Source: an optimization exercise on an open RTL-to-GDS flow (aim: small area, a short achievable clock period and few clock cycles per item). Production flows keep margins and buffers that such runs may drop.
Only simulation tests tie the RTL to the original design; equivalence was not proved.

$ cat flow/flow/run.sh
#!/bin/bash
# Layout flow: the standard flow (standard.sh), with the standard
# synthesis run first and unchanged, then the layout steps with a tighter
# setup-repair target (flow/setup_margin.txt, in ns of slack at the 10 ns
# clock) so repair_timing also works on paths shorter than the clock period.
# Each make run's output goes to its own log file here.
set -euo pipefail
MARGIN=$(cat flow/setup_margin.txt)
bash standard.sh synth > synth.log 2>&1
bash standard.sh SETUP_SLACK_MARGIN=$MARGIN finish > layout.log 2>&1
$ cat flow/flow/setup_margin.txt
5.0
$ cat flow/standard.sh
#!/bin/bash
# synth_recipe.tcl (not shown) runs the flow's synth.tcl, then flattens the netlist and writes it again
# the make line also repeats each setting of config.mk as NAME=value (left out here)
make -C /OpenROAD-flow-scripts/flow DESIGN_CONFIG=/design/flow/config.mk WORK_HOME=/design/flow/orfs CLKGATE_MAP_FILE= SYNTH_SCRIPT=/design/flow/synth_recipe.tcl "${@:-finish}"
$ cat flow/config.mk
export PLATFORM = sky130hd
export DESIGN_NAME = xts_line_engine
export DESIGN_NICKNAME = xts_line_engine
export VERILOG_FILES = /design/flow/design.v
export SDC_FILE = /design/flow/constraint.sdc
export NUM_CORES = 8
export LEC_CHECK = 0
export CAP_MARGIN = 30
export CORE_MARGIN = 2
export CORE_UTILIZATION = 45
export PLACE_DENSITY = 0.6
export SLEW_MARGIN = 30
$ cat flow/constraint.sdc
create_clock -name core_clock -period 10.0 [get_ports {clk}]
set_input_delay 2.0000 -clock core_clock [delete_from_list [all_inputs] [get_ports {clk}]]
set_output_delay 2.0000 -clock core_clock [all_outputs]
set_load 0.01 [all_outputs]
$ cat flow/design.v
module sbox_top (input wire [7:0] a, output wire [17:0] p);
    wire T1 = a[4] ^ a[7];
    wire T2 = a[2] ^ a[7];
    wire T3 = a[1] ^ a[7];
    wire T4 = a[2] ^ a[4];
    wire T6 = a[1] ^ a[3] ^ a[4] ^ a[7];
    wire T8 = a[0] ^ a[1] ^ a[3] ^ a[4] ^ a[7];
    wire T9 = a[0] ^ a[5] ^ a[6];
    wire T10 = a[1] ^ a[3] ^ a[4] ^ a[5] ^ a[6] ^ a[7];
    wire T13 = a[1] ^ a[2] ^ a[4] ^ a[7];
    wire T14 = a[1] ^ a[2] ^ a[3] ^ a[4] ^ a[6] ^ a[7];
    wire T15 = a[1] ^ a[2] ^ a[3] ^ a[6];
    wire T16 = a[1] ^ a[2] ^ a[3] ^ a[5];
    wire T17 = a[0] ^ a[1] ^ a[2] ^ a[3] ^ a[6];
    wire T19 = a[0] ^ a[4] ^ a[5] ^ a[6];
    wire T20 = a[0] ^ a[5] ^ a[6] ^ a[7];
    wire T22 = a[0] ^ a[1] ^ a[5] ^ a[6];
    wire T23 = a[0] ^ a[1] ^ a[2] ^ a[5] ^ a[6] ^ a[7];
    wire T24 = a[1] ^ a[2] ^ a[3] ^ a[4] ^ a[5] ^ a[6];
    wire T25 = a[1] ^ a[2] ^ a[3] ^ a[5] ^ a[7];
    wire T26 = a[2] ^ a[3] ^ a[5] ^ a[7];
    wire T27 = a[2] ^ a[4] ^ a[5] ^ a[7];
    wire U7 = a[0];
    wire M1 = T13 & T6;
    wire M2 = T23 & T8;
    wire M3 = T14 ^ M1;
    wire M4 = T19 & U7;
    wire M5 = M4 ^ M1;
    wire M6 = T3 & T16;
    wire M7 = T22 & T9;
    wire M8 = T26 ^ M6;
    wire M9 = T20 & T17;
    wire M10 = M9 ^ M6;
    wire M11 = T1 & T15;
    wire M12 = T4 & T27;
    wire M13 = M12 ^ M11;
    wire M14 = T2 & T10;
    wire M15 = M14 ^ M11;
    wire M16 = M3 ^ M2;
    wire M17 = M5 ^ T24;
    wire M18 = M8 ^ M7;
    wire M19 = M10 ^ M15;
    wire M20 = M16 ^ M13;
    wire M21 = M17 ^ M15;
    wire M22 = M18 ^ M13;
    wire M23 = M19 ^ T25;
    wire M24 = M22 ^ M23;
    wire M25 = M22 & M20;
    wire M26 = M21 ^ M25;
    wire M27 = M20 ^ M21;
    wire M28 = M23 ^ M25;
    wire M29 = M28 & M27;
    wire M30 = M26 & M24;
    wire M31 = M20 & M23;
    wire M32 = M27 & M31;
    wire M33 = M27 ^ M25;
    wire M34 = M21 & M22;
    wire M35 = M24 & M34;
    wire M36 = M24 ^ M25;
    wire M37 = M21 ^ M29;
    wire M38 = M32 ^ M33;
    wire M39 = M23 ^ M30;
    wire M40 = M35 ^ M36;
    wire M41 = M38 ^ M40;
    wire M42 = M37 ^ M39;
    wire M43 = M37 ^ M38;
    wire M44 = M39 ^ M40;
    wire M45 = M42 ^ M41;
    wire M46 = M44 & T6;
    wire M47 = M40 & T8;
    wire M48 = M39 & U7;
    wire M49 = M43 & T16;
    wire M50 = M38 & T9;
    wire M51 = M37 & T17;
    wire M52 = M42 & T15;
    wire M53 = M45 & T27;
    wire M54 = M41 & T10;
    wire M55 = M44 & T13;
    wire M56 = M40 & T23;
    wire M57 = M39 & T19;
    wire M58 = M43 & T3;
    wire M59 = M38 & T22;
    wire M60 = M37 & T20;
    wire M61 = M42 & T1;
    wire M62 = M45 & T4;
    wire M63 = M41 & T2;
    assign p = {M63, M62, M61, M60, M59, M58, M57, M56, M55, M54, M53, M52, M51, M50, M49, M48, M47, M46};
endmodule
module sbox_bot (input wire [17:0] p, output wire [7:0] y);
    assign y[0] = ~(p[0] ^ p[2] ^ p[3] ^ p[5] ^ p[12] ^ p[13] ^ p[15] ^ p[16]);
    assign y[1] = ~(p[4] ^ p[5] ^ p[7] ^ p[8] ^ p[12] ^ p[13] ^ p[15] ^ p[16]);
    assign y[2] = p[0] ^ p[2] ^ p[3] ^ p[4] ^ p[7] ^ p[8] ^ p[10] ^ p[11] ^ p[12] ^ p[14] ^ p[15] ^ p[16];
    assign y[3] = p[1] ^ p[2] ^ p[4] ^ p[5] ^ p[9] ^ p[10] ^ p[15] ^ p[16];
    assign y[4] = p[0] ^ p[1] ^ p[3] ^ p[4] ^ p[9] ^ p[10] ^ p[15] ^ p[16];
    assign y[5] = ~(p[0] ^ p[2] ^ p[6] ^ p[8] ^ p[12] ^ p[14] ^ p[15] ^ p[17]);
    assign y[6] = ~(p[0] ^ p[1] ^ p[6] ^ p[7] ^ p[9] ^ p[10] ^ p[15] ^ p[16]);
    assign y[7] = p[3] ^ p[4] ^ p[6] ^ p[7] ^ p[9] ^ p[10] ^ p[15] ^ p[16];
endmodule
module aes_sbox (input wire [7:0] a, output wire [7:0] y);
    wire [17:0] p;
    sbox_top u_t (.a(a), .p(p));
    sbox_bot u_b (.p(p), .y(y));
endmodule
module sbox_dual_top (input wire [7:0] a, input wire [7:0] b, input wire dec, output wire [17:0] p);
    wire T1 = dec ? (b[3] ^ b[4]) : (a[4] ^ a[7]);
    wire T2 = dec ? (~(b[6] ^ b[7])) : (a[2] ^ a[7]);
    wire T3 = dec ? (b[0] ^ b[1] ^ b[3] ^ b[4]) : (a[1] ^ a[7]);
    wire T4 = dec ? (~(b[3] ^ b[4] ^ b[6] ^ b[7])) : (a[2] ^ a[4]);
    wire T6 = dec ? (b[2] ^ b[4] ^ b[5] ^ b[6]) : (a[1] ^ a[3] ^ a[4] ^ a[7]);
    wire T8 = dec ? (~(b[4] ^ b[6] ^ b[7])) : (a[0] ^ a[1] ^ a[3] ^ a[4] ^ a[7]);
    wire T9 = dec ? (~(b[0] ^ b[3] ^ b[4])) : (a[0] ^ a[5] ^ a[6]);
    wire T10 = dec ? (b[0] ^ b[3] ^ b[6] ^ b[7]) : (a[1] ^ a[3] ^ a[4] ^ a[5] ^ a[6] ^ a[7]);
    wire T13 = dec ? (~(b[0] ^ b[1] ^ b[6] ^ b[7])) : (a[1] ^ a[2] ^ a[4] ^ a[7]);
    wire T14 = dec ? (~(b[0] ^ b[1] ^ b[2] ^ b[3] ^ b[6] ^ b[7])) : (a[1] ^ a[2] ^ a[3] ^ a[4] ^ a[6] ^ a[7]);
    wire T15 = dec ? (~(b[0] ^ b[1] ^ b[2] ^ b[4] ^ b[6] ^ b[7])) : (a[1] ^ a[2] ^ a[3] ^ a[6]);
    wire T16 = dec ? (~(b[1] ^ b[3] ^ b[5] ^ b[6])) : (a[1] ^ a[2] ^ a[3] ^ a[5]);
    wire T17 = dec ? (b[0] ^ b[1] ^ b[4] ^ b[5] ^ b[6]) : (a[0] ^ a[1] ^ a[2] ^ a[3] ^ a[6]);
    wire T19 = dec ? (~(b[0] ^ b[1] ^ b[4] ^ b[6])) : (a[0] ^ a[4] ^ a[5] ^ a[6]);
    wire T20 = dec ? (~(b[0] ^ b[1] ^ b[3] ^ b[6])) : (a[0] ^ a[5] ^ a[6] ^ a[7]);
    wire T22 = dec ? (~(b[4] ^ b[6])) : (a[0] ^ a[1] ^ a[5] ^ a[6]);
    wire T23 = dec ? (b[4] ^ b[7]) : (a[0] ^ a[1] ^ a[2] ^ a[5] ^ a[6] ^ a[7]);
    wire T24 = dec ? (~(b[0] ^ b[3])) : (a[1] ^ a[2] ^ a[3] ^ a[4] ^ a[5] ^ a[6]);
    wire T25 = dec ? (~(b[3] ^ b[4] ^ b[5])) : (a[1] ^ a[2] ^ a[3] ^ a[5] ^ a[7]);
    wire T26 = dec ? (~(b[0] ^ b[4] ^ b[5] ^ b[6])) : (a[2] ^ a[3] ^ a[5] ^ a[7]);
    wire T27 = dec ? (~(b[1] ^ b[2] ^ b[3] ^ b[4])) : (a[2] ^ a[4] ^ a[5] ^ a[7]);
    wire U7 = dec ? (~(b[2] ^ b[5] ^ b[7])) : (a[0]);
    wire M1 = T13 & T6;
    wire M2 = T23 & T8;
    wire M3 = T14 ^ M1;
    wire M4 = T19 & U7;
    wire M5 = M4 ^ M1;
    wire M6 = T3 & T16;
    wire M7 = T22 & T9;
    wire M8 = T26 ^ M6;
    wire M9 = T20 & T17;
    wire M10 = M9 ^ M6;
    wire M11 = T1 & T15;
    wire M12 = T4 & T27;
    wire M13 = M12 ^ M11;
    wire M14 = T2 & T10;
    wire M15 = M14 ^ M11;
    wire M16 = M3 ^ M2;
    wire M17 = M5 ^ T24;
    wire M18 = M8 ^ M7;
    wire M19 = M10 ^ M15;
    wire M20 = M16 ^ M13;
    wire M21 = M17 ^ M15;
    wire M22 = M18 ^ M13;
    wire M23 = M19 ^ T25;
    wire M24 = M22 ^ M23;
    wire M25 = M22 & M20;
    wire M26 = M21 ^ M25;
    wire M27 = M20 ^ M21;
    wire M28 = M23 ^ M25;
    wire M29 = M28 & M27;
    wire M30 = M26 & M24;
    wire M31 = M20 & M23;
    wire M32 = M27 & M31;
    wire M33 = M27 ^ M25;
    wire M34 = M21 & M22;
    wire M35 = M24 & M34;
    wire M36 = M24 ^ M25;
    wire M37 = M21 ^ M29;
    wire M38 = M32 ^ M33;
    wire M39 = M23 ^ M30;
    wire M40 = M35 ^ M36;
    wire M41 = M38 ^ M40;
    wire M42 = M37 ^ M39;
    wire M43 = M37 ^ M38;
    wire M44 = M39 ^ M40;
    wire M45 = M42 ^ M41;
    wire M46 = M44 & T6;
    wire M47 = M40 & T8;
    wire M48 = M39 & U7;
    wire M49 = M43 & T16;
    wire M50 = M38 & T9;
    wire M51 = M37 & T17;
    wire M52 = M42 & T15;
    wire M53 = M45 & T27;
    wire M54 = M41 & T10;
    wire M55 = M44 & T13;
    wire M56 = M40 & T23;
    wire M57 = M39 & T19;
    wire M58 = M43 & T3;
    wire M59 = M38 & T22;
    wire M60 = M37 & T20;
    wire M61 = M42 & T1;
    wire M62 = M45 & T4;
    wire M63 = M41 & T2;
    assign p = {M63, M62, M61, M60, M59, M58, M57, M56, M55, M54, M53, M52, M51, M50, M49, M48, M47, M46};
endmodule
module sbox_dual_bot (input wire [17:0] p, input wire dec, output wire [7:0] y);
    assign y[0] = dec ? (p[9] ^ p[11] ^ p[15] ^ p[17]) : (~(p[0] ^ p[2] ^ p[3] ^ p[5] ^ p[12] ^ p[13] ^ p[15] ^ p[16]));
    assign y[1] = dec ? (p[3] ^ p[4] ^ p[6] ^ p[7] ^ p[12] ^ p[13] ^ p[15] ^ p[16]) : (~(p[4] ^ p[5] ^ p[7] ^ p[8] ^ p[12] ^ p[13] ^ p[15] ^ p[16]));
    assign y[2] = dec ? (p[0] ^ p[1] ^ p[4] ^ p[5] ^ p[6] ^ p[8] ^ p[12] ^ p[13] ^ p[15] ^ p[16]) : (p[0] ^ p[2] ^ p[3] ^ p[4] ^ p[7] ^ p[8] ^ p[10] ^ p[11] ^ p[12] ^ p[14] ^ p[15] ^ p[16]);
    assign y[3] = dec ? (p[0] ^ p[2] ^ p[4] ^ p[5] ^ p[6] ^ p[7] ^ p[10] ^ p[11] ^ p[12] ^ p[13] ^ p[15] ^ p[17]) : (p[1] ^ p[2] ^ p[4] ^ p[5] ^ p[9] ^ p[10] ^ p[15] ^ p[16]);
    assign y[4] = dec ? (p[0] ^ p[2] ^ p[6] ^ p[8] ^ p[12] ^ p[13] ^ p[15] ^ p[16]) : (p[0] ^ p[1] ^ p[3] ^ p[4] ^ p[9] ^ p[10] ^ p[15] ^ p[16]);
    assign y[5] = dec ? (p[1] ^ p[2] ^ p[3] ^ p[4] ^ p[6] ^ p[8] ^ p[10] ^ p[11] ^ p[12] ^ p[14] ^ p[15] ^ p[16]) : (~(p[0] ^ p[2] ^ p[6] ^ p[8] ^ p[12] ^ p[14] ^ p[15] ^ p[17]));
    assign y[6] = dec ? (p[1] ^ p[2] ^ p[3] ^ p[4] ^ p[6] ^ p[8] ^ p[9] ^ p[10] ^ p[13] ^ p[14] ^ p[15] ^ p[17]) : (~(p[0] ^ p[1] ^ p[6] ^ p[7] ^ p[9] ^ p[10] ^ p[15] ^ p[16]));
    assign y[7] = dec ? (p[3] ^ p[5] ^ p[6] ^ p[8] ^ p[12] ^ p[13] ^ p[15] ^ p[16]) : (p[3] ^ p[4] ^ p[6] ^ p[7] ^ p[9] ^ p[10] ^ p[15] ^ p[16]);
endmodule
module round_s1 (
    input  wire [127:0] x,
    input  wire         dec,
    output wire [287:0] mid
);
    wire [127:0] sr, isr;
    genvar i;
    generate
        for (i = 0; i < 16; i = i + 1) begin : g_sr
            assign sr[127-8*i -: 8]  = x[127-8*((i%4) + 4*(((i/4) + (i%4)) % 4)) -: 8];
            assign isr[127-8*i -: 8] = x[127-8*((i%4) + 4*(((i/4) + 4 - (i%4)) % 4)) -: 8];
        end
        for (i = 0; i < 16; i = i + 1) begin : g
            sbox_dual_top u (.a(sr[8*i +: 8]), .b(isr[8*i +: 8]), .dec(dec), .p(mid[18*i +: 18]));
        end
    endgenerate
endmodule
module round_s2 (
    input  wire [287:0] mid,
    input  wire         dec,
    input  wire         last,
    input  wire [127:0] k,
    output wire [127:0] y
);
    wire [127:0] ua, mc;
    genvar i;
    generate
        for (i = 0; i < 16; i = i + 1) begin : g_sb
            sbox_dual_bot u (.p(mid[18*i +: 18]), .dec(dec), .y(ua[8*i +: 8]));
        end
        for (i = 0; i < 4; i = i + 1) begin : g_mc
            aes_mixcol_dual u (.a(ua[127-32*i -: 32]), .dec(dec), .y(mc[127-32*i -: 32]));
        end
    endgenerate
    assign y = (last ? ua : mc) ^ k;
endmodule
module aes_xtime (
    input  wire [7:0] a,
    output wire [7:0] y
);
    assign y = {a[6:0], 1'b0} ^ (a[7] ? 8'h1b : 8'h00);
endmodule
module aes_mixcol_dual (
    input  wire [31:0] a,
    input  wire        dec,
    output wire [31:0] y
);
    wire [7:0] a0 = a[31:24];
    wire [7:0] a1 = a[23:16];
    wire [7:0] a2 = a[15:8];
    wire [7:0] a3 = a[7:0];
    wire [7:0] u0, u1, v0, v1;
    aes_xtime x_u0 (.a(a0 ^ a2), .y(u0));
    aes_xtime x_u1 (.a(u0), .y(u1));
    aes_xtime x_v0 (.a(a1 ^ a3), .y(v0));
    aes_xtime x_v1 (.a(v0), .y(v1));
    wire [7:0] p = dec ? u1 : 8'h00;
    wire [7:0] q = dec ? v1 : 8'h00;
    wire [7:0] b0 = a0 ^ p;
    wire [7:0] b1 = a1 ^ q;
    wire [7:0] b2 = a2 ^ p;
    wire [7:0] b3 = a3 ^ q;
    wire [7:0] x0, x1, x2, x3;
    aes_xtime u_x0 (.a(b0), .y(x0));
    aes_xtime u_x1 (.a(b1), .y(x1));
    aes_xtime u_x2 (.a(b2), .y(x2));
    aes_xtime u_x3 (.a(b3), .y(x3));
    assign y[31:24] = x0 ^ x1 ^ b1 ^ b2 ^ b3;
    assign y[23:16] = b0 ^ x1 ^ x2 ^ b2 ^ b3;
    assign y[15:8]  = b0 ^ b1 ^ x2 ^ x3 ^ b3;
    assign y[7:0]   = x0 ^ b0 ^ b1 ^ b2 ^ x3;
endmodule
module aes_mixcol (
    input  wire [31:0] a,
    output wire [31:0] y
);
    wire [7:0] a0 = a[31:24];
    wire [7:0] a1 = a[23:16];
    wire [7:0] a2 = a[15:8];
    wire [7:0] a3 = a[7:0];
    wire [7:0] x0, x1, x2, x3;
    aes_xtime u_x0 (.a(a0), .y(x0));
    aes_xtime u_x1 (.a(a1), .y(x1));
    aes_xtime u_x2 (.a(a2), .y(x2));
    aes_xtime u_x3 (.a(a3), .y(x3));
    assign y[31:24] = x0 ^ x1 ^ a1 ^ a2 ^ a3;
    assign y[23:16] = a0 ^ x1 ^ x2 ^ a2 ^ a3;
    assign y[15:8]  = a0 ^ a1 ^ x2 ^ x3 ^ a3;
    assign y[7:0]   = x0 ^ a0 ^ a1 ^ a2 ^ x3;
endmodule
module eround_s1 (
    input  wire [127:0] x,
    output wire [287:0] mid
);
    genvar i;
    generate
        for (i = 0; i < 16; i = i + 1) begin : g
            sbox_top u (.a(x[8*i +: 8]), .p(mid[18*i +: 18]));
        end
    endgenerate
endmodule
module eround_s2 (
    input  wire [287:0] mid,
    input  wire         last,
    input  wire [127:0] k,
    output wire [127:0] y
);
    wire [127:0] sb, sr, mc;
    genvar i;
    generate
        for (i = 0; i < 16; i = i + 1) begin : g_sb
            sbox_bot u (.p(mid[18*i +: 18]), .y(sb[8*i +: 8]));
        end
        for (i = 0; i < 16; i = i + 1) begin : g_sr
            assign sr[127-8*i -: 8] = sb[127-8*((i%4) + 4*(((i/4) + (i%4)) % 4)) -: 8];
        end
        for (i = 0; i < 4; i = i + 1) begin : g_mc
            aes_mixcol u (.a(sr[127-32*i -: 32]), .y(mc[127-32*i -: 32]));
        end
    endgenerate
    assign y = (last ? sr : mc) ^ k;
endmodule
module aes_inv_mixcol (
    input  wire [31:0] a,
    output wire [31:0] y
);
    wire [7:0] u0, u1, v0, v1;
    aes_xtime x_u0 (.a(a[31:24] ^ a[15:8]), .y(u0));
    aes_xtime x_u1 (.a(u0), .y(u1));
    aes_xtime x_v0 (.a(a[23:16] ^ a[7:0]), .y(v0));
    aes_xtime x_v1 (.a(v0), .y(v1));
    aes_mixcol u_m (.a(a ^ {u1, v1, u1, v1}), .y(y));
endmodule
module key_step_a (
    input  wire [255:0] k,
    input  wire         inv,
    input  wire         rot,
    output wire [71:0]  p
);
    wire [31:0] w   = inv ? k[159:128] : k[31:0];
    wire [31:0] sin = rot ? {w[23:0], w[31:24]} : w;
    sbox_top u_s0 (.a(sin[31:24]), .p(p[71:54]));
    sbox_top u_s1 (.a(sin[23:16]), .p(p[53:36]));
    sbox_top u_s2 (.a(sin[15:8]),  .p(p[35:18]));
    sbox_top u_s3 (.a(sin[7:0]),   .p(p[17:0]));
endmodule
module key_step_sub (
    input  wire [71:0] p,
    output wire [31:0] s
);
    sbox_bot u_s0 (.p(p[71:54]), .y(s[31:24]));
    sbox_bot u_s1 (.p(p[53:36]), .y(s[23:16]));
    sbox_bot u_s2 (.p(p[35:18]), .y(s[15:8]));
    sbox_bot u_s3 (.p(p[17:0]),  .y(s[7:0]));
endmodule
module key_step_next (
    input  wire [255:0] k,
    input  wire [31:0]  s,
    input  wire         inv,
    input  wire [7:0]   rcon,
    output wire [255:0] kn
);
    wire [31:0] w0 = k[255:224];
    wire [31:0] w1 = k[223:192];
    wire [31:0] w2 = k[191:160];
    wire [31:0] w3 = k[159:128];
    wire [31:0] w4 = k[127:96];
    wire [31:0] w5 = k[95:64];
    wire [31:0] w6 = k[63:32];
    wire [31:0] w7 = k[31:0];
    wire [31:0] t  = s ^ {rcon, 24'h0};
    wire [31:0] c1 = w0 ^ w1;
    wire [31:0] c2 = c1 ^ w2;
    wire [31:0] c3 = c2 ^ w3;
    wire [31:0] n0 = w0 ^ t;
    wire [31:0] n1 = c1 ^ t;
    wire [31:0] n2 = c2 ^ t;
    wire [31:0] n3 = c3 ^ t;
    wire [31:0] p0 = w4 ^ t;
    wire [31:0] p1 = w5 ^ w4;
    wire [31:0] p2 = w6 ^ w5;
    wire [31:0] p3 = w7 ^ w6;
    assign kn = inv ? {p0, p1, p2, p3, k[255:128]} : {k[127:0], n0, n1, n2, n3};
endmodule
module xts_line_engine (
    input  wire         clk,
    input  wire         rst,
    input  wire         in_valid,
    output wire         in_ready,
    input  wire         in_decrypt,
    input  wire [255:0] in_key1,
    input  wire [255:0] in_key2,
    input  wire [39:0]  in_line,
    input  wire [47:0]  in_gen,
    input  wire [511:0] in_data,
    output wire         out_valid,
    input  wire         out_ready,
    output wire [511:0] out_data
);
    function automatic [127:0] bswap128(input [127:0] x);
        integer b;
        begin
            for (b = 0; b < 16; b = b + 1)
                bswap128[8*b +: 8] = x[8*(15-b) +: 8];
        end
    endfunction
    function automatic [255:0] bswap256(input [255:0] x);
        integer b;
        begin
            for (b = 0; b < 32; b = b + 1)
                bswap256[8*b +: 8] = x[8*(31-b) +: 8];
        end
    endfunction
    function automatic [127:0] mul_a(input [127:0] t);
        mul_a = {t[126:0], 1'b0} ^ {120'h0, (t[127] ? 8'h87 : 8'h00)};
    endfunction
    function automatic [127:0] mul_ainv(input [127:0] u);
        reg [127:0] v;
        begin
            v = u ^ {120'h0, (u[0] ? 8'h87 : 8'h00)};
            mul_ainv = {u[0], v[127:1]};
        end
    endfunction
    function automatic [7:0] rcon_of(input [3:0] i);
        rcon_of = i[0] ? 8'h00 : (8'h01 << i[3:1]);
    endfunction
    reg  [4:0]   dcnt;       
    reg  [4:0]   tcnt;       
    reg          has_n;      
    reg          t_done;     
    reg          d_valid;    
    reg          out_full;   
    reg          sw1;        
    reg          wr1;        
    reg          ld1;        
    reg          in_rdy;
    reg          n_dec;      
    reg          d_dec;      
    reg          go;         
    reg          en;         
    reg          ldsel;      
    reg          dec1;       
    reg          last2;      
    reg  [511:0] buffer;     
    reg  [511:0] obuf;       
    reg  [255:0] k1c;        
    reg  [255:0] k1n;        
    reg  [255:0] k2;         
    reg  [127:0] tc;         
    reg  [127:0] tr2;        
    reg  [287:0] tr1;        
    reg  [71:0]  ks1;        
    reg  [3:0]   ks_i;
    reg  [71:0]  kc1;        
    reg  [3:0]   kc_i;
    reg  [127:0] rk0;        
    assign in_ready  = in_rdy;
    assign out_valid = out_full;
    assign out_data  = obuf;
    wire acc  = in_valid & in_rdy;
    wire take = out_full & out_ready;
    wire d0   = (dcnt == 5'd0);
    wire ldn  = go & has_n;
    wire wr   = go & d_valid;
    wire tact = has_n & ~t_done;
    wire [4:0] dcnt_n     = d0 ? {4'd0, go} : ((dcnt == 5'd27) ? 5'd0 : dcnt + 5'd1);
    wire       d0_n       = (dcnt_n == 5'd0);
    wire       has_n_n    = acc | (has_n & ~ldn);
    wire       t_done_n   = ~(acc | ldn) & (t_done | (tact & (tcnt == 5'd27)));
    wire       d_valid_n  = go ? has_n : d_valid;
    wire       out_full_n = wr1 | (out_full & ~take);
    wire       n_dec_n    = acc ? in_decrypt : n_dec;
    wire       d_dec_n    = ldn ? n_dec : d_dec;
    wire       go_n       = d0_n & ~(d_valid_n & out_full_n) &
                            ((has_n_n & t_done_n) | (d_valid_n & ~has_n_n));
    always @(posedge clk) begin
        if (rst) begin
            dcnt     <= 5'd0;
            tcnt     <= 5'd0;
            has_n    <= 1'b0;
            t_done   <= 1'b0;
            d_valid  <= 1'b0;
            out_full <= 1'b0;
            sw1      <= 1'b0;
            wr1      <= 1'b0;
            ld1      <= 1'b0;
            in_rdy   <= 1'b1;
            n_dec    <= 1'b0;
            d_dec    <= 1'b0;
            go       <= 1'b0;
            en       <= 1'b0;
            ldsel    <= 1'b1;
            dec1     <= 1'b0;
            last2    <= 1'b1;
        end else begin
            dcnt     <= dcnt_n;
            has_n    <= has_n_n;
            t_done   <= t_done_n;
            d_valid  <= d_valid_n;
            out_full <= out_full_n;
            sw1      <= go;
            wr1      <= wr;
            ld1      <= ldn;
            in_rdy   <= ~has_n_n;
            n_dec    <= n_dec_n;
            d_dec    <= d_dec_n;
            go       <= go_n;
            en       <= ~d0_n | go_n;
            ldsel    <= (dcnt_n[4:1] == 4'd0);
            dec1     <= d0_n ? n_dec_n : d_dec_n;
            last2    <= d0_n | (dcnt_n == 5'd27);
            if (acc)
                tcnt <= 5'd1;
            else if (tact)
                tcnt <= tcnt + 5'd1;
        end
    end
    wire [127:0] tweak_in = bswap128({40'h0, in_gen, in_line});
    wire [255:0] key1_in  = bswap256(in_key1);
    wire [255:0] key2_in  = bswap256(in_key2);
    wire [287:0] te_mid;
    wire [127:0] te_y;
    eround_s1 u_te1 (.x(in_rdy ? (tweak_in ^ key2_in[255:128]) : tr2), .mid(te_mid));
    eround_s2 u_te2 (.mid(tr1), .last(tcnt == 5'd27), .k(k2[127:0]), .y(te_y));
    wire [71:0]  ks_p;
    wire [31:0]  ks_s;
    wire [255:0] k2_next, k1n_next;
    wire [3:0]   ks_idx = in_rdy ? 4'd0 : tcnt[4:1];
    key_step_a    u_ksa (.k(in_rdy ? key2_in : (tcnt[0] ? k1n : k2)), .inv(1'b0),
                         .rot(in_rdy | ~ks_idx[0]), .p(ks_p));
    key_step_sub  u_kss (.p(ks1), .s(ks_s));
    key_step_next u_kn2 (.k(k2),  .s(ks_s), .inv(1'b0), .rcon(rcon_of(ks_i)), .kn(k2_next));
    key_step_next u_kn1 (.k(k1n), .s(ks_s), .inv(1'b0), .rcon(rcon_of(ks_i)), .kn(k1n_next));
    wire [127:0] tn = bswap128(tr2);
    always @(posedge clk) begin
        tr1  <= te_mid;
        ks1  <= ks_p;
        ks_i <= ks_idx;
        if (acc) begin
            k2    <= key2_in;
            k1n   <= key1_in;
        end else begin
            if (tact & tcnt[0])
                tr2 <= te_y;
            else if (go)
                tr2 <= bswap128(mul_a(tn));
            if (tact & tcnt[0] & (tcnt != 5'd27))
                k2 <= k2_next;
            if (tact & ~tcnt[0] & (tcnt != 5'd0) & n_dec)
                k1n <= k1n_next;
        end
    end
    wire [127:0] k1c_hi = k1c[255:128];
    wire [127:0] k1c_hi_imc;
    genvar c;
    generate
        for (c = 0; c < 4; c = c + 1) begin : g_kimc
            aes_inv_mixcol u (.a(k1c_hi[127-32*c -: 32]), .y(k1c_hi_imc[127-32*c -: 32]));
        end
    endgenerate
    wire [127:0] rk2 = d_dec ? (last2 ? k1c_hi : k1c_hi_imc) : k1c[127:0];
    always @(posedge clk)
        rk0 <= n_dec ? k1n[127:0] : k1n[255:128];
    wire [127:0] tn2 = mul_a(mul_a(tn));
    wire [127:0] tc2 = mul_a(mul_a(tc));
    wire [127:0] r2_0, r2_1;
    wire [127:0] res0 = bswap128(r2_0) ^ tc;
    wire [127:0] res1 = bswap128(r2_1) ^ tc2;
    data_unit u_d0 (
        .clk(clk), .en(en), .ldsel(ldsel),
        .ld(bswap128(buffer[127:0]) ^ (bswap128(tn) ^ rk0)),
        .dec1(dec1), .dec2(d_dec), .last2(last2), .rk(rk2), .r2(r2_0)
    );
    data_unit u_d1 (
        .clk(clk), .en(en), .ldsel(ldsel),
        .ld(bswap128(buffer[383:256]) ^ (bswap128(tn2) ^ rk0)),
        .dec1(dec1), .dec2(d_dec), .last2(last2), .rk(rk2), .r2(r2_1)
    );
    wire [3:0]   kc_q   = dcnt[4:1];
    wire [3:0]   kc_idx = d_dec ? (4'd12 - kc_q) : kc_q;
    wire [71:0]  kc_p;
    wire [31:0]  kc_s;
    wire [255:0] k1c_next;
    key_step_a    u_kca (.k(k1c), .inv(d_dec), .rot(~kc_idx[0]), .p(kc_p));
    key_step_sub  u_kcs (.p(kc1), .s(kc_s));
    key_step_next u_kcn (.k(k1c), .s(kc_s), .inv(d_dec), .rcon(rcon_of(kc_i)), .kn(k1c_next));
    always @(posedge clk) begin
        kc1  <= kc_p;
        kc_i <= kc_idx;
        if (ldn)
            k1c <= k1n;
        else if (~dcnt[0] & ~d0)
            k1c <= k1c_next;
        if (go)
            tc <= mul_a(tc);
        else if (ld1)
            tc <= mul_ainv(tn);
    end
    always @(posedge clk) begin
        if (acc) begin
            buffer <= in_data;
        end else if (go) begin
            buffer[127:0]   <= buffer[255:128];
            buffer[383:256] <= buffer[511:384];
        end
    end
    always @(posedge clk) begin
        if (wr | wr1) begin
            obuf[127:0]   <= obuf[255:128];
            obuf[255:128] <= res0;
            obuf[383:256] <= obuf[511:384];
            obuf[511:384] <= res1;
        end
    end
endmodule
module data_unit (
    input  wire         clk,
    input  wire         en,
    input  wire         ldsel,
    input  wire [127:0] ld,
    input  wire         dec1,
    input  wire         dec2,
    input  wire         last2,
    input  wire [127:0] rk,
    output reg  [127:0] r2
);
    reg  [287:0] r1;
    wire [287:0] mid;
    wire [127:0] y;
    round_s1 u_s1 (.x(ldsel ? ld : r2), .dec(dec1), .mid(mid));
    round_s2 u_s2 (.mid(r1), .dec(dec2), .last(last2), .k(rk), .y(y));
    always @(posedge clk) begin
        if (en) begin
            r1 <= mid;
            r2 <= y;
        end
    end
endmodule
==> results of run 1 <==
[cell families (layout without fill, tap and decap cells)]
kind of cell	Yosys count	count (layout)	share of synthesized area
AO/OA/AOI/OAI	3390	3390	0.0760
XOR/XNOR	9764	9768	0.371
adder cells (fa/ha/maj)	34	34	0.00133
buffers and inverters	1369	3656	0.0228
flip-flops	3472	3472	0.367
multiplexers	1333	1333	0.0604
other	0	598	0
AND/OR/NAND/NOR	6571	6571	0.101
[metrics by stage]
step / std cells
2_1_floorplan: 25900
3_3_place_gp: 34700
3_5_place_dp: 34700
4_1_cts: 35800
5_1_grt: 36600
6_report: 36700
[worst reg2reg max path, stage by stage (launching register included)]
cell and delay, ns:
dfxtp_4 0.40, buf_12 0.21, clkinv_16 0.26, clkbuf_8 0.57, mux2i_1 0.29, xnor2_1 0.49
xnor2_2 0.27, xnor3_1 0.48, xnor2_1 0.16, a21oi_1 0.44, xnor2_1 0.21, xnor2_1 0.16
o21ai_0 0.66, xnor2_1 0.21
[layer usage]
layer  vias to the layer above  global-route usage  routed length (um)
li1                      92300                   -                   -
met1                    104000               0.512              471000
met2                     11900               0.570              520000
met3                      2282               0.108              145000
met4                        72               0.327              127000
met5                         -                   0                1070
[cell type report]
| class | count | area, um^2 |
|---|---|---|
| multi-input combinational | 21100 | 171000 |
| clock inverter | 231 | 2720 |
| inverter | 156 | 651 |
| tap | 7837 | 9810 |
| antenna | 598 | 1500 |
| clock buffer | 525 | 11100 |
| sequential | 3472 | 98400 |
| timing repair buffer | 2744 | 27300 |
| fill | 52700 | 271000 |
[sequential cells by signal (all words and copies together), names as in the netlist, 4 cells and up]
signal,count
dcnt,5
rk0,128
k1c,256
u_d0.r1,288
ks1,72
u_d1.r1,288
k1n,256
u_d1.r2,128
tcnt,5
tc,128
ks_i,4
buffer,512
obuf,512
kc1,72
tr1,288
tr2,128
u_d0.r2,128
k2,256
kc_i,4
[cell usage in the layout, fill, tap and decap left out, drive strengths merged, types with 161 or more instances in the layout]
cell,instances
diode,598
mux2i,930
edfxtp,2880
nand2,3435
buf,1104
inv,178
clkdlybuf4s50,1624
a211oi,247
clkbuf,534
nor2,2078
xor2,2781
o211ai,185
o21ai,1344
xnor3,488
xor3,326
nand2b,161
dfxtp,592
a21oi,910
xnor2,6173
mux2,345
[timing repair]
item / CTS / global route
setup buffers: 279 / 270
cloned: 3 / 10
gates resized for setup: 366 / 503
setup endpoints to repair: 1145 / 810
pin swaps: 18 / 57
[worst paths after layout]
| check | end | slack, ns | startpoint |
|---|---|---|---|
| hold / removal | obuf[75]$_DFFE_PP_ | 0.40 | obuf[203]$_DFFE_PP_ |
| setup reg to reg | u_d0.r2[122]$_DFFE_PP_ | 4.86 | d_dec$_SDFF_PP0_ |
| setup / recovery | u_d0.r2[122]$_DFFE_PP_ | 4.86 | d_dec$_SDFF_PP0_ |
| hold reg to reg | obuf[75]$_DFFE_PP_ | 0.40 | obuf[203]$_DFFE_PP_ |
==> metrics.cfg, run 1 <==
[worst_setup_path]
worstPathCellList = buf_12, clkinv_16, clkbuf_8, mux2i_1, xnor2_1, xnor2_2, xnor3_1, xnor2_1, a21oi_1, xnor2_1, xnor2_1, o21ai_0, xnor2_1
critPathKind = reg2reg
cp_common_cell = xnor2_1
worst-path-buf-inv = 3
crit_path_max_fanout = 62
rr_worst_depth = 13
critPathArrivalTime_ns = 5.89
path_delay_family = XOR/XNOR gates
max_stage_delay_ns = 0.66
endpoint_kind = flop
cp.depth = 13
critPathLaunchType = flop
crit_required_ns = 10.76
critPathSlowestCell = o21ai_0

[floorplanning]
core_um2 = 593000
row_count = 283
pin_count = 1631
die_width_um = 776
die-area_um2 = 601000
die_h_um = 776
start_util = 0.451

[synth]
synthCells = 25900
ys_types = 123
synth_top_area_frac = 0.323
yosys-top-cells-area = edfxtp_1 32%, xnor2_1 19%, xor2_1 8.9%
synthFlopType = edfxtp_1
yosysMostFrequentCell = xnor2_1
synth_top_cells_by_count = 5,947 x xnor2_1, 3,432 x nand2_1, 2,880 x edfxtp_1
syn_area_um2 = 268000
synth_seq_cells = 3472
async_reset_ff_frac = 0
synth_edf_count = 2880
ys_warn_count = 2
syn_nets = 27100
synth_area_per_cell_um2 = 10.3
yosysSeqAreaShare = 0.367
yosys.area.top_type = edfxtp_1

[timing]
timing_hold_violations_final = 0
holdWs_ns = 0.397
slew_headroom = 0.187
rsz0062_at_grt = yes
max_freq_mhz = 195
skew_ns = 0.101
worstMarginPinSlew_ns = 1.21
setup_viol_count_final = 0
slew_violations = 0
fin_crit_sh = 0.514
tns_ns = 0
setup_ws_ns = 4.86
layout_min_cycle_time_ns = 5.14

[clocking]
cts_max_path_buffers = 4
cts_tree = done
clk_pin_slew_ns = 0.06
clkLatencyLatePin_ns = 1.09
cts_buffers = 404
cts_root_buf = clkbuf_16
htree_levels = 5
postCtsHoldBufs = 0
clkSinkCount = 3472

[detailed_routing]
vias = 210000
drtIter0Drc = 27800
vias_per_cell = 5.74
wl_per_cell_um = 34.5
dr.pass1.iters = 6
drt-total-wl_mm = 1260
drc_errors = 0
ant_nets = 0

[layout]
postLayoutCellArea_um2 = 323000
syn_to_final_growth_pct = 20.4
post-route-util = 0.544
drive_above_1_share = 0.128
nets = 29000

[global_routing]
grt_pass1_wl_mm = 1660
grt_pass1_vias = 193000
grt_max_degree = 192
gr-total-overflow = 0
antenna_found_initial = 230
grt.total_usage = 0.401

[place]
gp_congestion = 1.06
place_area_um2 = 295000
dp_hpwl_mm = 1020
place_ws_ns = 2.96
port_buffers = 1630

[hold_path]
worstHoldPathCells = 0
min_path_type = reg2reg

[run_status]
status = finished clean

[job]
maxCapViolCount = 0

Testbench counts, summed over its fixed seeds: cycles 7,664, lines 256.
==> inputs of run 2 (changes only) <==
==> flow/flow/setup_margin.txt (replaced) <==
6.0
--- a/flow/config.mk
+++ b/flow/config.mk
@@ -10,3 +10,4 @@
 export CORE_UTILIZATION = 45
 export PLACE_DENSITY = 0.6
 export SLEW_MARGIN = 30
+export TNS_END_PERCENT = 0
==> run 2 against run 1 <==
Die area did not move; first-iteration DRC count rose by 4.2%; global-route usage rose by 1.7 points; setup slack improved by 0.50 ns; non-clock buffer count rose by 1082; synthesized area did not move; register-to-register slack improved by 0.63 ns; utilization rose by 3.7 points; critical endpoint is now tr1[133]$_DFF_P_; largest cell class unchanged.
==> metrics.cfg, run 2 <==
[run_status]
status = finished clean

[floorplanning]
pin_count = 1631  ; unchanged
die_h_um = 776  ; unchanged
start_util = 0.451  ; unchanged
row_count = 283  ; unchanged
die_width_um = 776  ; unchanged
core_um2 = 593000  ; unchanged
die-area_um2 = 601000  ; unchanged

[timing]
max_freq_mhz = 216  ; +11%
holdWs_ns = 0.449  ; +0.0520 ns
rsz0062_at_grt = yes
worstMarginPinSlew_ns = 1.22  ; +0.00928 ns
fin_crit_sh = 0.463  ; -0.0502
slew_violations = 0  ; unchanged
skew_ns = 0.121  ; +0.0202 ns
timing_hold_violations_final = 0  ; unchanged
setup_viol_count_final = 0  ; unchanged
setup_ws_ns = 5.37  ; +0.502 ns
tns_ns = 0  ; unchanged
slew_headroom = 0.184  ; -0.00315
layout_min_cycle_time_ns = 4.63  ; -0.502 ns

[place]
dp_hpwl_mm = 1030  ; +1.4%
gp_congestion = 1.04  ; -1.7%
place_ws_ns = 3.04  ; +0.0782 ns
port_buffers = 1630  ; unchanged
place_area_um2 = 295000  ; +0.11%

[detailed_routing]
wl_per_cell_um = 34.8  ; +0.88%
vias = 217000  ; +3.1%
ant_nets = 0  ; unchanged
drtIter0Drc = 29000  ; +4.2%
drc_errors = 0  ; unchanged
dr.pass1.iters = 8  ; +2
vias_per_cell = 5.73  ; about the same
drt-total-wl_mm = 1310  ; +4.1%

[clocking]
cts_max_path_buffers = 4  ; unchanged
clkSinkCount = 3472  ; unchanged
clkLatencyLatePin_ns = 1.11  ; +0.02 ns
cts_tree = done
cts_buffers = 410  ; +1.5%
cts_root_buf = clkbuf_16
htree_levels = 5  ; unchanged
postCtsHoldBufs = 0  ; unchanged
clk_pin_slew_ns = 0.06  ; about the same

[hold_path]
min_path_type = reg2reg

[synth]
synth_compound_area_frac = 0.0760  ; unchanged
synthFlopType = edfxtp_1
yosysSeqAreaShare = 0.367  ; unchanged
synth_top_area_frac = 0.323  ; unchanged
synthCells = 25900  ; unchanged
ys_types = 123  ; unchanged
muxShareOfSynthArea = 0.0604  ; unchanged
async_reset_ff_frac = 0  ; unchanged
synth_top_family_by_area = XOR/XNOR gates
ys_warn_count = 2  ; unchanged
synth_seq_cells = 3472  ; unchanged
synthAdderAreaFrac = 0.00133  ; unchanged
synth-simple-area-share = 0.101  ; unchanged
synth_edf_count = 2880  ; unchanged
syn_area_um2 = 268000  ; unchanged
yosys.area.top_type = edfxtp_1
synth-xor-area-share = 0.371  ; unchanged
synth_top_cells_by_count = 5,947 x xnor2_1, 3,432 x nand2_1, 2,880 x edfxtp_1
yosysMostFrequentCell = xnor2_1
synth_area_per_cell_um2 = 10.3  ; unchanged
syn_nets = 27100  ; unchanged
yosys-top-cells-area = edfxtp_1 32%, xnor2_1 19%, xor2_1 8.9%

[job]
maxCapViolCount = 0  ; unchanged

[layout]
postLayoutCellArea_um2 = 345000  ; +6.9%
final_common_cell = xnor2_1
nets = 30100  ; +3.8%
syn_to_final_growth_pct = 28.7
largestRegisters = buffer: 512 flops, obuf: 512 flops
final_cell_mix = 5,097 x xnor2_1, 3,417 x nand2_1, 2,880 x edfxtp_1
drive_above_1_share = 0.198  ; +0.0698

[worst_setup_path]
critPathKind = in2reg
crit_path_max_fanout = 10  ; -84%
critPathLaunchType = primary input
critPathArrivalTime_ns = 5.56  ; -0.33 ns
endpoint_kind = flop
ff2ff_setup_slack_ns = 5.49  ; +0.63 ns
crit_required_ns = 10.93  ; +0.17 ns

[global_routing]
grt_pass1_wl_mm = 1730  ; +4.2%
antenna_found_initial = 258  ; +12%
grt_pass1_vias = 202000  ; +4.6%
grt_max_degree = 194  ; +1.0%
grt.total_usage = 0.419  ; +0.0173
gr-total-overflow = 0  ; unchanged

run 2: cell type report:
| type | instances | area (um^2) |
|---|---|---|
| Antenna cell | 655 | 1640 |
| Timing Repair inverter | 2 | 60.1 |
| Fill cell | 50900 | 249000 |
| Tap cell | 7837 | 9810 |
| Clock inverter | 244 | 2730 |
| Timing Repair Buffer | 3826 | 38100 |
| Multi-Input combinational cell | 21100 | 182000 |
| Clock buffer | 528 | 11300 |
| Sequential cell | 3472 | 98400 |
| Inverter | 156 | 649 |
run 2: metal layers:
metal  wire [um]  global-route usage  vias to the layer above
met5        1660                   0                        -
met4      137000               0.351                      102
met3      144000               0.111                     2414
met2      543000               0.598                    12200
met1      490000               0.529                   108000
li1            -                   -                    94500
run 2: stage by stage:
stage,util,instances
6_report,0.581,37800
3_5_place_dp,0.498,34800
4_1_cts,0.565,36700
3_3_place_gp,0.496,34700
5_1_grt,0.580,37700
2_1_floorplan,-,25900
run 2: what timing repair did:
action / in CTS / in global routing
hold endpoints to repair: 0 / 0
cloned: 38 / 16
setup buffers: 1180 / 408
pin swaps: 388 / 247
setup endpoints to repair: 2916 / 2736
gates resized for setup: 2172 / 640
run 2: kinds of logic (layout without fill, tap and decap cells):
family | after synthesis | after routing
compound gates | 3390 | 3391
xor+xnor | 9764 | 9778
fa+ha+maj | 34 | 34
buf+inv | 1369 | 4756
flops | 3472 | 3472
mux | 1333 | 1333
other cells | 0 | 655
simple gates | 6571 | 6571
run 2: final timing paths:
check,start,endpoint,cells after the start
max,in_key2[69],tr1[133]$_DFF_P_,15
min,obuf[440]$_DFFE_PP_,obuf[312]$_DFFE_PP_,0
max reg2reg,tr2[37]$_DFFE_PP_,u_d1.r1[10]$_DFFE_PP_,15
min reg2reg,obuf[440]$_DFFE_PP_,obuf[312]$_DFFE_PP_,0
run 2: critical path, cell delays in order:
cell and delay, ns:
dlygate4sd2_1 0.71, xor2_2 0.33, mux2i_4 0.13, buf_12 0.17, xnor2_2 0.28, xnor2_1 0.10
and2_1 0.17, xnor2_1 0.26, xnor2_2 0.22, xnor2_4 0.18, a21o_1 0.22, a221oi_4 0.35
xnor2_2 0.17, xnor2_1 0.16, nor2_1 0.09
==> inputs of run 3 (changes only) <==
--- a/flow/config.mk
+++ b/flow/config.mk
@@ -5,6 +5,7 @@
 export SDC_FILE = /design/flow/constraint.sdc
 export NUM_CORES = 8
 export LEC_CHECK = 0
+export ABC_AREA = 1
 export CAP_MARGIN = 30
 export CORE_MARGIN = 2
 export CORE_UTILIZATION = 45
==> run 3 against run 2 <==
Register-to-register slack lost 0.15 ns; fmax shrank 0.67%; cell count grew 47%; sequential cell count is the same; sequential share of layout area shrank 1.4 points; global-route usage grew 10 points; die area grew 12%; final area grew 5.0%; routed wire length grew 41%; non-clock buffer count shrank 1010; worst hold slack gained 0.0078 ns; clock-buffer cell count grew 8.
==> metrics.cfg, run 3 <==
[run_status]
status = finished clean

[layout]
drive_above_1_share = 0.0966  ; -0.101
largestRegisters = buffer: 512 flops, obuf: 512 flops
final_cell_mix = 18,000 x nand2_1, 3,993 x nand3_1, 3,607 x xor2_1
syn_to_final_growth_pct = 20.9
fillers = 63100  ; +24%
seq_area_um2 = 98400  ; unchanged
postLayoutCellArea_um2 = 362000  ; +5.0%
multi_input_area_um2 = 193000  ; +6.2%
final_cells = 55600  ; +47%
nets = 46700  ; +55%
final_common_cell = nand2_1
post-route-util = 0.546  ; -0.0349

[synth]
synth_compound_area_frac = 0.0533  ; -0.0227
yosysSeqAreaShare = 0.329  ; -0.0385
ys_warn_count = 2  ; unchanged
ys_types = 78  ; -37%
synth_edf_count = 2880  ; unchanged
synth_area_per_cell_um2 = 6.87  ; -34%
synth_top_family_by_area = simple AND/OR/NAND/NOR gates
async_reset_ff_frac = 0  ; unchanged
synthFlopType = edfxtp_1
muxShareOfSynthArea = 0.000786  ; -0.0597
yosys-top-cells-area = edfxtp_1 29%, nand2_1 23%, xor2_1 11%
synth_seq_cells = 3472  ; unchanged
syn_nets = 44700  ; +65%
yosys.area.top_type = edfxtp_1
synth-simple-area-share = 0.347  ; +0.246
syn_area_um2 = 299000  ; +12%
synth-xor-area-share = 0.208  ; -0.163
yosysMostFrequentCell = nand2_1
synth_top_cells_by_count = 18,600 x nand2_1, 4,110 x nand3_1, 3,834 x xor2_1
synthCells = 43600  ; +68%
synthAdderAreaFrac = 0.000251  ; -0.00108
synth_top_area_frac = 0.289  ; -0.0339

[global_routing]
grt_pass1_vias = 283000  ; +40%
gr-total-overflow = 0  ; unchanged
antenna_found_initial = 339  ; +31%
grt.total_usage = 0.519  ; +0.100
grt_max_degree = 206  ; +6.2%
grt_pass1_wl_mm = 2390  ; +38%

[worst_setup_path]
critPathArrivalTime_ns = 5.54  ; -0.02 ns
path_delay_family = XOR/XNOR gates
r2r-start = k1c[158]$_DFFE_PP_
worst_r2r_endpoint = u_d0.r2[13]$_DFFE_PP_
critPathSlowestCell = a21oi_2
worst-path-buf-inv = 1  ; -1
worstPathCellList = xnor2_1, xnor2_1, xor2_1, xor2_1, xor2_1, a21oi_1, o21ai_0, a21oi_2, inv_1, nand3_1, nand2_1
max_stage_delay_ns = 0.82  ; +0.11 ns
crit_path_max_fanout = 5  ; -5
rr_worst_depth = 11  ; -4
cp.depth = 11  ; -4
endpoint_kind = flop
ff2ff_setup_slack_ns = 5.34  ; -0.15 ns
crit_required_ns = 10.87  ; -0.06 ns
critPathKind = reg2reg
cp_common_cell = xor2_1
critPathLaunchType = flop

[floorplanning]
pin_count = 1631  ; unchanged
die-area_um2 = 672000  ; +12%
core_um2 = 663000  ; +12%
start_util = 0.451  ; about the same
die_width_um = 819  ; +5.7%
row_count = 299  ; +5.7%
die_h_um = 819  ; +5.7%

[place]
place_inst = 53300  ; +54%
dp_hpwl_mm = 1500  ; +46%
port_buffers = 1630  ; unchanged
gp_congestion = 1.17  ; +13%
place_area_um2 = 327000  ; +11%

[detailed_routing]
wl_per_cell_um = 33.3  ; -4.2%
vias_per_cell = 5.91  ; +3.1%
vias = 329000  ; +52%
drt-total-wl_mm = 1850  ; +41%
drtIter0Drc = 52500  ; +81%
drc_errors = 0  ; unchanged
ant_nets = 0  ; unchanged
dr.pass1.iters = 14  ; +6

[hold_path]
worstHoldPathCells = 0  ; unchanged
min-delay-start = obuf[388]$_DFFE_PP_
min_path_type = reg2reg
hold_end = obuf[260]$_DFFE_PP_

[clocking]
postCtsHoldBufs = 0  ; unchanged
clk_pin_slew_ns = 0.07  ; about the same
cts_buffers = 414  ; +0.98%
clkLatencyLatePin_ns = 1.18  ; +0.07 ns
clkSinkCount = 3472  ; unchanged
cts_root_buf = clkbuf_16
cts_max_path_buffers = 4  ; unchanged
htree_levels = 5  ; unchanged
cts_tree = done

[job]
maxCapViolCount = 0  ; unchanged

[timing]
setup_viol_count_final = 0  ; unchanged
skew_ns = 0.128  ; +0.00651 ns
worstMarginPinSlew_ns = 1.32  ; +0.0971 ns
slew_violations = 0  ; unchanged
rsz0062_at_grt = yes
max_freq_mhz = 214  ; -0.67%
slew_headroom = 0.122  ; -0.0619
tns_ns = 0  ; unchanged
timing_hold_violations_final = 0  ; unchanged
fin_crit_sh = 0.466  ; +0.00313
layout_min_cycle_time_ns = 4.66  ; +0.0313 ns

-- run 3: kinds of logic after synthesis --
family | Yosys count
AO/OA/AOI/OAI | 2830
XOR/XNOR | 6982
adder cells (fa/ha/maj) | 6
buffers and inverters | 4661
flip-flops | 3472
multiplexers | 23
AND/OR/NAND/NOR | 25600
-- run 3: worst max-delay path by stage --
stage                                   from                     end  slack, ns
final                     k1c[158]$_DFFE_PP_   u_d0.r2[13]$_DFFE_PP_       5.34
after global routing              in_gen[20]        tr1[160]$_DFF_P_       5.31
after global placement          in_key2[233]         ks1[70]$_DFF_P_       3.57
after detailed placement        in_key2[233]         ks1[70]$_DFF_P_       3.68
after floorplan                go$_SDFF_PP0_       obuf[0]$_DFFE_PP_       1.19
after CTS                 tr2[111]$_DFFE_PP_  u_d0.r1[106]$_DFFE_PP_       5.56
-- run 3: final cells by class --
type,count,share of cell area
inverter,3419,0.0363
sequential,3472,0.272
clock inverter,245,0.00731
timing repair inverter,7,0.000277
tap,8879,0.0307
clock buffer,536,0.0313
multi-input combinational,35400,0.534
timing repair buffer,2816,0.0828
antenna,769,0.00532
-- run 3: what timing repair did --
item                        CTS  global route
gates cloned                 35            23
setup endpoints to repair  2611          2428
pin swaps                    34           173
setup buffers               278           348
resized for setup          1026          1426
hold endpoints to repair      0             0
-- run 3: through the flow --
step                      setup slack (ns)  hold slack, ns
after floorplan                       1.19           0.390
after global placement                3.57           0.437
after detailed placement              3.68           0.436
after CTS                             5.56           0.455
after global routing                  5.31           0.468
final                                 5.34           0.457
-- run 3: worst reg2reg max path, stage by stage (launching register included) --
cell,delay (ns)
edfxtp_1,0.55
xnor2_1,0.79
xnor2_1,0.35
xor2_1,0.42
xor2_1,0.50
xor2_1,0.22
a21oi_1,0.18
o21ai_0,0.12
a21oi_2,0.82
inv_1,0.19
nand3_1,0.14
nand2_1,0.12
-- run 3: routing by layer --
metal	vias to the layer above	wire length, um	global-route usage
met2	25000	694000	0.683
met5	-	2190	0.0129
met1	155000	631000	0.610
li1	143000	-	-
met3	5424	289000	0.226
met4	112	235000	0.521
==> inputs of run 4 (changes only) <==
==> flow/flow/run.sh (replaced) <==
#!/bin/bash
# Layout flow: the standard flow (standard.sh), with the standard
# synthesis run first and unchanged, then the layout steps with:
#  - the port buffers (every input and output still gets one) made from
#    sky130_fd_sc_hd__buf_2 instead of the default choice.
# Each make run's output goes to its own log file here.
set -euo pipefail
MARGIN=$(cat flow/setup_margin.txt)
bash standard.sh synth > synth.log 2>&1
bash standard.sh SETUP_SLACK_MARGIN=$MARGIN "BUFFER_PORTS_ARGS=-buffer_cell sky130_fd_sc_hd__buf_2" finish > layout.log 2>&1
--- a/flow/config.mk
+++ b/flow/config.mk
@@ -5,7 +5,6 @@
 export SDC_FILE = /design/flow/constraint.sdc
 export NUM_CORES = 8
 export LEC_CHECK = 0
-export ABC_AREA = 1
 export CAP_MARGIN = 30
 export CORE_MARGIN = 2
 export CORE_UTILIZATION = 45
==> run 4 against run 3 <==
Still clean on timing, DRC and antenna; sequential cell count did not move; utilization is 0.47 points higher; largest cell class unchanged.
==> metrics.cfg, run 4 <==
[worst_setup_path]
path_delay_family = XOR/XNOR gates
critPathSlowestCell = xnor2_1
critPathArrivalTime_ns = 5.46  ; -0.08 ns
critPathKind = reg2reg
crit_path_max_fanout = 3  ; -2
worst-path-buf-inv = 0  ; -1
max_stage_delay_ns = 0.91  ; +0.09 ns
endpoint_kind = flop
critPathLaunchType = flop
crit_required_ns = 10.80  ; -0.07 ns
worstPathCellList = xor2_1, xnor2_1, xor2_1, xor2_4, xnor2_4, xnor2_1, xnor2_1, xor2_1, xor2_1, o21ai_0
cp_common_cell = xor2_1

[floorplanning]
die_h_um = 776  ; -5.4%
start_util = 0.451  ; about the same
die-area_um2 = 601000  ; -10%
die_width_um = 776  ; -5.4%
core_um2 = 593000  ; -10%
row_count = 283  ; -5.4%
pin_count = 1631  ; unchanged

[clocking]
clkLatencyLatePin_ns = 1.10  ; -0.08 ns
htree_levels = 5  ; unchanged
cts_root_buf = clkbuf_16
clk_pin_slew_ns = 0.06  ; about the same
cts_max_path_buffers = 4  ; unchanged
cts_tree = done
clkSinkCount = 3472  ; unchanged
cts_buffers = 407  ; -1.7%

[global_routing]
grt.total_usage = 0.413  ; -0.106
antenna_found_initial = 232  ; -32%
gr-total-overflow = 0  ; unchanged
grt_max_degree = 243  ; +18%
grt_pass1_wl_mm = 1700  ; -29%
grt_pass1_vias = 196000  ; -31%

[timing]
setup_viol_count_final = 0  ; unchanged
slew_headroom = 0.193  ; +0.0707
tns_ns = 0  ; unchanged
layout_min_cycle_time_ns = 4.66  ; -0.00292 ns
timing_hold_violations_final = 0  ; unchanged
slew_violations = 0  ; unchanged
fin_crit_sh = 0.466  ; about the same
max_freq_mhz = 215  ; about the same
skew_ns = 0.110  ; -0.0178 ns
worstMarginPinSlew_ns = 1.21  ; -0.106 ns
rsz0062_at_grt = yes

[synth]
ys_types = 123  ; +58%
yosys.area.top_type = edfxtp_1
yosysMostFrequentCell = xnor2_1
synth_edf_count = 2880  ; unchanged
syn_area_um2 = 268000  ; -10%
synth_top_area_frac = 0.323  ; +0.0339
synth_seq_cells = 3472  ; unchanged
synth_area_per_cell_um2 = 10.3  ; +50%
async_reset_ff_frac = 0  ; unchanged
yosysSeqAreaShare = 0.367  ; +0.0385
synthFlopType = edfxtp_1
yosys-top-cells-area = edfxtp_1 32%, xnor2_1 19%, xor2_1 8.9%
ys_warn_count = 2  ; unchanged
syn_nets = 27100  ; -39%
synthCells = 25900  ; -40%
synth_top_cells_by_count = 5,947 x xnor2_1, 3,432 x nand2_1, 2,880 x edfxtp_1

[place]
place_area_um2 = 287000  ; -12%
gp_congestion = 1.05  ; -11%
port_buffers = 1630  ; unchanged
place_inst = 34800  ; -35%
dp_hpwl_mm = 1040  ; -31%

[layout]
postLayoutCellArea_um2 = 327000  ; -9.7%
final_cells = 37300  ; -33%
final_cell_mix = 5,277 x xnor2_1, 3,422 x nand2_1, 2,880 x edfxtp_1
drive_above_1_share = 0.224  ; +0.127
syn_to_final_growth_pct = 22.0
final_common_cell = xnor2_1
post-route-util = 0.551  ; +0.00467
nets = 29600  ; -37%
largestRegisters = buffer: 512 flops, obuf: 512 flops

[detailed_routing]
ant_nets = 0  ; unchanged
drtIter0Drc = 28800  ; -45%
vias_per_cell = 5.75  ; -2.7%
drc_errors = 0  ; unchanged
wl_per_cell_um = 35.1  ; +5.3%
dr.pass1.iters = 6  ; -8
vias = 214000  ; -35%
drt-total-wl_mm = 1310  ; -29%

[run_status]
status = finished clean

[job]
maxCapViolCount = 0  ; unchanged

[hold_path]
min_path_type = reg2reg

[run 4: cell types whose count changed after synthesis, moves of 388 or more]
cell / delta
nand3_1: -3955
mux2i_1: +674
nand2_1: -15200
xnor3_1: +480
xnor2_1: +2926
o21ai_0: -388
inv_1: -3200
xor2_1: -1100
[run 4: logic make-up after synthesis]
group                    share of synthesized area
adder cells (fa/ha/maj)                    0.00133
AND/OR/NAND/NOR                              0.101
XOR/XNOR                                     0.371
flip-flops                                   0.367
multiplexers                                0.0604
AO/OA/AOI/OAI                               0.0760
buffers and inverters                       0.0228
[run 4: area by class of cell]
class / count / area [um^2]
antenna: 621 / 1550
clock buffer: 548 / 11400
clock inverter: 218 / 2510
fill: 52400 / 267000
inverter: 156 / 647
multi-input combinational: 21100 / 177000
sequential: 3472 / 98400
tap: 7837 / 9810
timing repair buffer: 3337 / 25100
[run 4: repair_timing]
action / 4_1_cts / 5_1_grt
gates resized for setup: 940 / 929
setup buffers: 546 / 560
cloned: 19 / 20
hold buffers: 0 / 0
endpoints found under the setup margin: 1697 / 1690
endpoints found under the hold margin: 0 / 0
pin swaps: 82 / 183
[run 4: routing by layer]
metal  vias up  GRT usage  wire (um)  part of all wire
li1      93500          -          -                 -
met1    106000      0.530     491000              0.38
met2     12200      0.587     537000              0.41
met3      2352      0.106     146000              0.11
met4        64      0.339     134000              0.10
met5         -          0        438           0.00033
[run 4: worst paths after layout]
check                       from                   to  slack [ns]  depth (start not counted)
max              ks1[33]$_DFF_P_    k1n[10]$_DFFE_PP_        5.34                         10
min          obuf[409]$_DFFE_PP_  obuf[281]$_DFFE_PP_        0.45                          0
max reg2reg      ks1[33]$_DFF_P_    k1n[10]$_DFFE_PP_        5.34                         10
min reg2reg  obuf[409]$_DFFE_PP_  obuf[281]$_DFFE_PP_        0.45                          0
[run 4: per-stage QoR]
step,setup slack [ns],hold WS [ns]
floorplan,3.59,0.372
global placement,3.62,0.431
detailed placement,3.64,0.435
CTS,5.39,0.447
global route,5.28,0.461
finish,5.34,0.448
[run 4: worst reg2reg max path: cells and delay by family, from the launching register on]
kind	cells	cell delay [ns]
XOR/XNOR	9	3.95
flip-flops	1	0.35
AO/OA/AOI/OAI	1	0.09

[separate check: timing with driven ports]
Ports are ideal in the flow. The routed layouts listed here were re-timed in OpenROAD. Step 1 (the two cells are an assumption about what drives the block):
set clk [get_ports {clk}]
set_driving_cell -lib_cell sky130_fd_sc_hd__clkbuf_16 $clk
set_driving_cell -lib_cell sky130_fd_sc_hd__buf_2 [delete_from_list [all_inputs] $clk]
Step 2 adds t to the input delays and takes it off the output delays; t is the mean of the earliest and latest rising clock arrival at the registers after step 1. Input paths then give back, and output paths get back, about the clock's delay inside the block. Three values: ideal ports, drivers, drivers and shift; two values: the first two.
run	t, ns	setup slack, ns	hold WS [ns]	latest minus earliest clock arrival (ns)	slew at the worst register clock pin (ns)
run 1	1.179	4.865 / 4.865 / 3.872	0.397 / 0.397 / 0.397	0.105 / 0.105	0.07 / 0.07
run 2	1.197	5.367 / 5.451 / 4.290	0.449 / 0.449 / 0.449	0.122 / 0.122	0.08 / 0.08
run 3	1.269	5.336 / 5.335 / 4.262	0.457 / 0.457 / 0.457	0.140 / 0.139	0.08 / 0.08
run 4	1.200	5.339 / 5.339 / 4.384	0.448 / 0.448 / 0.448	0.111 / 0.111	0.08 / 0.08
After both steps every run listed still meets setup and hold. The setup slack of run 2, which loses most, moves by +0.084 ns with the drivers and by -1.077 ns with both steps.
